Context: an optimization exercise on an open-source flow, tuned for small area, a short achievable clock period and few clock cycles. The choices shown serve that exercise and are no tape-out recipe.
Function was checked by simulation only, so behaviour that the tests miss may differ from the original.
No activity file was given, so power comes from the tool's default toggle rates.

==> flow/design.v, too long to show whole: its modules and the start of the top module <==
// module leaf_biquad: 5805 lines
// module leaf_biquad_fa: 4 lines
// module leaf_biquad_ha: 4 lines
module leaf_biquad (
    input  wire          clk,
    input  wire          rst,         
    input  wire          in_valid,
    output reg           in_ready,
    input  wire [63:0]   in_x,
    output reg           out_valid,
    output reg  [63:0]   out_y,
    output reg           out_sat,
    output reg  [3:0]    coef_sec,
    input  wire [159:0]  coef_data
);
  // ...
==> flow/run.sh <==
#!/bin/bash
# synth_recipe.tcl (not shown) runs the flow's synth.tcl, then flattens the netlist and writes it again
# the make line also repeats each setting of config.mk as NAME=value (left out here)
make -C /OpenROAD-flow-scripts/flow DESIGN_CONFIG=/design/flow/config.mk WORK_HOME=/design/flow/orfs CLKGATE_MAP_FILE= SYNTH_SCRIPT=/design/flow/synth_recipe.tcl finish
==> flow/config.mk <==
export PLATFORM = sky130hd
export DESIGN_NAME = leaf_biquad
export DESIGN_NICKNAME = leaf_biquad
export VERILOG_FILES = /design/flow/design.v
export SDC_FILE = /design/flow/constraint.sdc
export NUM_CORES = 4
export LEC_CHECK = 0
export CAP_MARGIN = 40
export CORE_MARGIN = 2
export CORE_UTILIZATION = 30
export SLEW_MARGIN = 30
export SYNTH_HIERARCHICAL = 1
export SYNTH_MINIMUM_KEEP_SIZE = 0
==> flow/constraint.sdc <==
create_clock -name core_clock -period 17.0 [get_ports {clk}]
set_input_delay 3.4000 -clock core_clock [delete_from_list [all_inputs] [get_ports {clk}]]
set_output_delay 3.4000 -clock core_clock [all_outputs]
set_load 0.01 [all_outputs]
==> flow_metrics.py, run 1 <==
metrics = {
    "drt": {
        "dr_wl_met2_mm": 527,
        "wirelength_mm": 1250,
        "final_antenna_net_count": 0,
        "post_drt_wl_per_cell_um": 33.3,
    },
    "setup_path": {
        "crit_required_ns": 13.60,
        "slowest_delay_ns": 0.56,
        "crit_fanout": 1,
        "crit_family": "buffers and inverters",
        "crit_chain": "clkdlybuf4s50_1",
        "slowest_stage": "clkdlybuf4s50_1",
    },
    "outcome": {
        "status": "finished clean",
    },
    "global_route": {
        "grt_pass1_vias": 230000,
        "overflow": 0,
    },
    "sta": {
        "maxSlewHeadroom_pct": 25.1,
        "hold_viol": 0,
        "finalCritPeriodShare_pct": 31.6,
        "layout_setup_ws_ns": 11.63,
        "fmax_ghz": 0.186,
    },
    "clocking": {
        "clkSlewWorstSetupHoldPaths_ns": 0.06,
        "cts_buffer_depth": 4,
        "cts-resized-gates": 0,
    },
    "finish": {
        "seq_cells": 4139,
        "drive_above_1_share_pct": 8.36,
        "final_cells": 37600,
        "inv_count": 164,
        "clockBufferCount": 579,
        "seqCellArea_mm2": 0.0855,
        "areaGrowthSynthToFinish_pct": 10.7,
    },
    "die": {
        "std_cell_rows": 368,
        "coreArea_mm2": 1.00,
        "die_h_mm": 1.01,
    },
    "job": {
        "drv_cap": 0,
    },
    "power_and_ir_drop": {
        "p_seq_mw": 15.4,
        "powerClk_mw": 9.99,
        "powerDensity_mw_per_mm2": 268,
        "p_sw_share_pct": 47.4,
    },
    "yosys": {
        "ys.flop_type": "dfxtp_1",
        "muxShareOfSynthArea_pct": 0.730,
        "netlist.area_leader.share_pct": 33.8,
    },
}
Testbench counts, summed over its fixed seeds: cycles 8,496.
==> run 2: changes to the inputs <==
--- a/flow/design.v
+++ b/flow/design.v
@@ -77,16 +77,18 @@
         e_a1_d2 <= n_a1;
         r_a2_d0 <= c_a2;
         r_a2_d1 <= r_a2_d0;
         r_a2_d2 <= r_a2_d1;
         e_a2_d3 <= n_a2;
     end
     reg xv, va, vb, wv;
     reg [63:0] yw;             
+    reg [63:0] yo1;            
+    reg        so1, vo1;       
     reg sx, sa, sb;
     reg [127:0] ring [0:15];   
     reg [15:0]  zf;            
     reg [127:0] x0h;           
     reg         zx0;
     reg  [63:0] hx1_1;
     reg  [63:0] hx2_2;
     wire [63:0] hy1_3 = ring[14][127:64];
@@ -5776,35 +5778,39 @@
         tie2 <= (tsum[28:0] == 29'd0);
     end
     wire        ovf = (q2[68:63] != 6'd0) && (q2[68:63] != 6'h3f);
     wire [63:0] ynew = ovf ? (q2[68] ? 64'h8000_0000_0000_0000 : 64'h7fff_ffff_ffff_ffff)
                            : {q2[63:1], q2[0] & ~tie2};
     wire        sat_new = sb | ovf;
     always @(posedge clk) begin
         xop     <= rdy ? in_x : ynew;
-        out_y   <= ynew;
+        yo1     <= ynew;
+        out_y   <= yo1;
         if (vb)
             yw  <= ynew;
-        out_sat <= sat_new;
+        so1     <= sat_new;
+        out_sat <= so1;
         sx      <= rdy ? 1'b0 : sat_new;
         sa      <= sx;
         sb      <= sa;
         if (rst) begin
             xv        <= 1'b0;
             va        <= 1'b0;
             vb        <= 1'b0;
             wv        <= 1'b0;
+            vo1       <= 1'b0;
             out_valid <= 1'b0;
         end else begin
             xv        <= rdy ? (in_valid && ok) : vb;
             va        <= xv;
             vb        <= va;
             wv        <= vb;
-            out_valid <= rdy && vb;
+            vo1       <= rdy && vb;
+            out_valid <= vo1;
         end
     end
 endmodule
 module leaf_biquad_fa (input wire a, input wire b, input wire c, output wire s, output wire co);
     assign s  = a ^ b ^ c;
     assign co = (a & b) | (a & c) | (b & c);
 endmodule
 module leaf_biquad_ha (input wire a, input wire b, output wire s, output wire co);
==> flow/flow/run.sh (new file) <==
#!/bin/bash
# The standard layout (standard.sh: ORFS from synthesis to finish, with
# the standard flow's config.mk, SDC and synthesis script), with one change: buffer_ports
# gives every input and output port a sky130_fd_sc_hd__buf_4 instead of the
# buffer it picks by itself (clkdlybuf4s50_1, a delay cell). ORFS's output
# goes to standard.log here.
set -euo pipefail
export BUFFER_PORTS_ARGS="-buffer_cell sky130_fd_sc_hd__buf_4"
bash standard.sh "BUFFER_PORTS_ARGS=-buffer_cell sky130_fd_sc_hd__buf_4" finish > standard.log 2>&1
==> flow/standard.sh (new file) <==
#!/bin/bash
# synth_recipe.tcl (not shown) runs the flow's synth.tcl, then flattens the netlist and writes it again
# the make line also repeats each setting of config.mk as NAME=value (left out here)
make -C /OpenROAD-flow-scripts/flow DESIGN_CONFIG=/design/flow/config.mk WORK_HOME=/design/flow/orfs CLKGATE_MAP_FILE= SYNTH_SCRIPT=/design/flow/synth_recipe.tcl "${@:-finish}"
removed: flow/run.sh
==> run 2 against run 1 <==
Final cell count grew 0.25%. Largest cell class unchanged. Die area grew 0.55%. Area after synthesis grew 0.55%. Synthesized cell count grew 0.39%. Hold slack gained 0.025 ns. Global-route usage shrank 0.11 points. Clock power grew 4%. Clock skew shrank 0.00098 ns. Sequential cell count grew 66. Combinational power shrank 2%. Still clean. Wire length grew 0.34%. Sequential share of layout area grew 0.32 points.
==> flow_metrics.py, run 2 <==
metrics = {
    "sta": {
        "tightest_slew_ns": 1.05,
        "fmax_ghz": 0.186,
        "hold_viol": 0,
        "setup_viol": 0,
        "fin_crit_ns": 5.38,
        "maxSlewHeadroom_pct": 30.3,
        "finalSetupTns_ns": 0,
        "finalMaxSlewViolations": 0,
        "layout_setup_ws_ns": 11.62,
        "rsz0062_at_grt": "no",
        "clock_skew_ns": 0.198,
        "finalCritPeriodShare_pct": 31.7,
    },
    "clocking": {
        "cts_hold_buf": 0,
        "numCtsBuffers": 436,
        "post_cts_buffers": 0,
        "cts_root_buffer": "clkbuf_16",
        "cts-resized-gates": 0,
        "clkSlewWorstSetupHoldPaths_ns": 0.07,
        "clk_latency_ns": 1.14,
        "cts_tree": "done",
        "htree_levels": 5,
        "cts_buffer_depth": 4,
        "cts.sinks": 4205,
    },
    "die": {
        "coreArea_mm2": 1.01,
        "dieArea_mm2": 1.02,
        "ios": 298,
        "die_h_mm": 1.01,
        "fp.dieW_mm": 1.01,
        "start_util_pct": 30.1,
        "std_cell_rows": 369,
    },
    "finish": {
        "seqCellArea_mm2": 0.0869,
        "multi_input_area_mm2": 0.206,
        "design_area_mm2": 0.335,
        "reg_top3": "ring: 2048 flops, x0h: 128 flops",
        "drive_above_1_share_pct": 9.60,
        "fin_util_pct": 33.2,
        "regMostFlops": "ring",
        "nets": 29700,
        "layout_commonest_cell": "xnor2_1",
        "largest_reg_flops": 2048,
        "areaGrowthSynthToFinish_pct": 10.5,
        "final_cell_mix": "xnor2_1 (5157), fa_1 (5093), a22oi_1 (5041), dfxtp_1 (3687), buf_4 (863)",
        "nFillCells": 99500,
    },
    "yosys": {
        "yosysMostFrequentCell": "xnor2_1",
        "synth-seq-cells": 4205,
        "netlist.area_leader.share_pct": 33.6,
        "synthTopCellsByArea": "fa_1 (34%), dfxtp_1 (26%), xnor2_1 (15%)",
        "yosys.area.top_type": "fa_1",
        "synth_edf_count": 192,
        "yosysSeqAreaShare_pct": 28.4,
        "syn-cell-area_mm2": 0.304,
        "ys_top_cells_by_count": "xnor2_1 (5157), fa_1 (5093), a22oi_1 (5041), dfxtp_1 (4013), clkbuf_1 (2083)",
        "async_flop_share_pct": 0,
        "synth-warning-count": 8,
        "syn_avg_cell_area_um2": 12.0,
        "synth_cell_type_count": 83,
        "ys.flop_type": "dfxtp_1",
        "syn_inst": 25300,
    },
    "job": {
        "drv_cap": 0,
    },
    "drt": {
        "route.vias.total": 219000,
        "drt-initial-drc-count": 31700,
        "vias_per_cell": 5.82,
        "dr.pass1.iters": 10,
        "final_antenna_net_count": 0,
        "remaining_drc_errors": 0,
        "wirelength_mm": 1250,
        "post_drt_wl_per_cell_um": 33.3,
    },
    "setup_path": {
        "cp.arrival_ns": 6.21,
        "r2r_setup_slack_ns": 11.62,
        "cpMostUsedCell": "fa_1",
        "crit_chain": "buf_4, xnor2_1, fa_1, fa_1, fa_1, fa_1, fa_1, fa_1",
        "crit_path_end_kind": "flop",
        "crit_fanout": 40,
        "critical_path_class": "flop to flop",
        "slowest_delay_ns": 0.84,
        "crit_required_ns": 17.82,
        "startpoint_type": "flop",
        "slowest_stage": "fa_1",
    },
    "placed_design": {
        "port-buffer-count": 297,
        "gp_congestion": 0.966,
        "detailed_place.area_mm2": 0.319,
        "dp_hpwl_mm": 829,
        "pre_cts_slack_ns": 11.82,
    },
    "global_route": {
        "grt_pass1_vias": 232000,
        "antenna_found_initial": 138,
        "track_usage_pct": 23.8,
        "grt_max_degree": 68,
        "grt_first_pass_wirelength_mm": 1770,
        "overflow": 0,
    },
    "outcome": {
        "status": "finished clean",
    },
    "hold_path": {
        "min_path_type": "flop to flop",
    },
    "power_and_ir_drop": {
        "p_leak_nw": 112,
        "power.total_mw": 89.1,
        "irDropWorstVdd_uv": 746,
        "powerDensity_mw_per_mm2": 266,
    },
}
## run 2: changes by cell type after synthesis, sizes merged, moves of 5 or more
cell	previous run	this run
nand3	44	53
o21ai	303	289
and2	3	11
a21o	87	119
clkbuf	2049	2084
inv	164	155
a21oi	138	133
dfxtp	3947	4013
nand2	319	302
a221oi	6	1
buf	864	849
nor2	75	70
## run 2: cells by family after synthesis
family / Yosys count / share of synthesized area [%]
flops: 4205 / 28.4
other cells: 2 / 0.00247
simple gates: 1020 / 1.80
fa+ha+maj: 5631 / 35.8
compound gates: 5779 / 14.0
buf+inv: 3088 / 3.83
mux: 194 / 0.719
xor+xnor: 5370 / 15.5
## run 2: critical path: cells and delay by family (launching register included)
family	cells	cell delay, ns
buffers and inverters	1	0.73
XOR/XNOR	1	0.20
flip-flops	1	0.73
adder cells (fa/ha/maj)	6	3.29
## run 2: cell type report
type	count	area share, %
flip-flops and latches	4205	25.9
inverters	155	0.174
multi-input cells	18000	61.4
diodes	112	0.0836
well taps	13400	4.98
clock inverters	239	0.968
repair buffers	1008	2.79
clock buffers	576	3.70
## run 2: routing by layer
layer	track usage, %	vias up	wire (um)
li1	-	82700	-
met1	28.3	112000	432000
met2	35.2	18800	530000
met3	7.87	5710	165000
met4	19.0	92	126000
met5	0.310	-	1530
## run 2: metrics by stage
step	hold slack, ns	std cells
after global placement	0.310	36600
after floorplan	0.310	25300
after CTS	0.228	37500
after global routing	0.238	37600
after detailed placement	0.312	36700
final	0.221	37700
## run 2: per-module statistics from Yosys (local to each module, per instance)
| module | copies in the design | flops+latches | cells inside |
|---|---|---|---|
| leaf_biquad | 1 | 4205 | 19800 |
| leaf_biquad_fa | 5092 | 0 | 1 |
| leaf_biquad_ha | 423 | 0 | 1 |
## run 2: path summary, 6_finish.rpt
| check | startpoint | endpoint | cells after the start |
|---|---|---|---|
| setup / recovery | e_b2_d1[2] | h2s0_r[47] | 8 |
| hold / removal | ring[2][92] | ring[3][92] | 0 |
| setup reg to reg | e_b2_d1[2] | h2s0_r[47] | 8 |
| hold reg to reg | ring[2][92] | ring[3][92] | 0 |
## run 2: power breakdown
group          internal, mW  total (mW)  switching (mW)
Clock                  5.85        10.4            4.51
Sequential             13.6        15.7            2.02
Combinational          27.7        63.1            35.4
Total                  47.2        89.1            41.9
Testbench counts of run 2, summed over its fixed seeds: cycles 8,504.

-- afterwards: timing with drivers on the ports --
Ports are ideal in the flow. The routed layouts listed here were re-timed in OpenROAD.
Step 1 sets driving cells, clkbuf_16 on the clock port and buf_2 on the other inputs (assumed; they add their load-dependent delay and slew).
Step 2 moves the port delays by t, midway between the first and last clock arrival at a register: inputs arrive t later, outputs are due t later. That takes back most of the time a late clock gives input paths.
Three values: ideal, step 1, step 2; two values: the first two.
run | shift t [ns] | setup WS [ns] | hold WS [ns]
run 1 | 1.147 | 11.626 / 11.483 / 11.755 | 0.197 / 0.197 / 0.197
run 2 | 1.199 | 11.619 / 11.619 / 11.619 | 0.221 / 0.221 / 0.221
After both steps setup and hold are still met in every run listed.
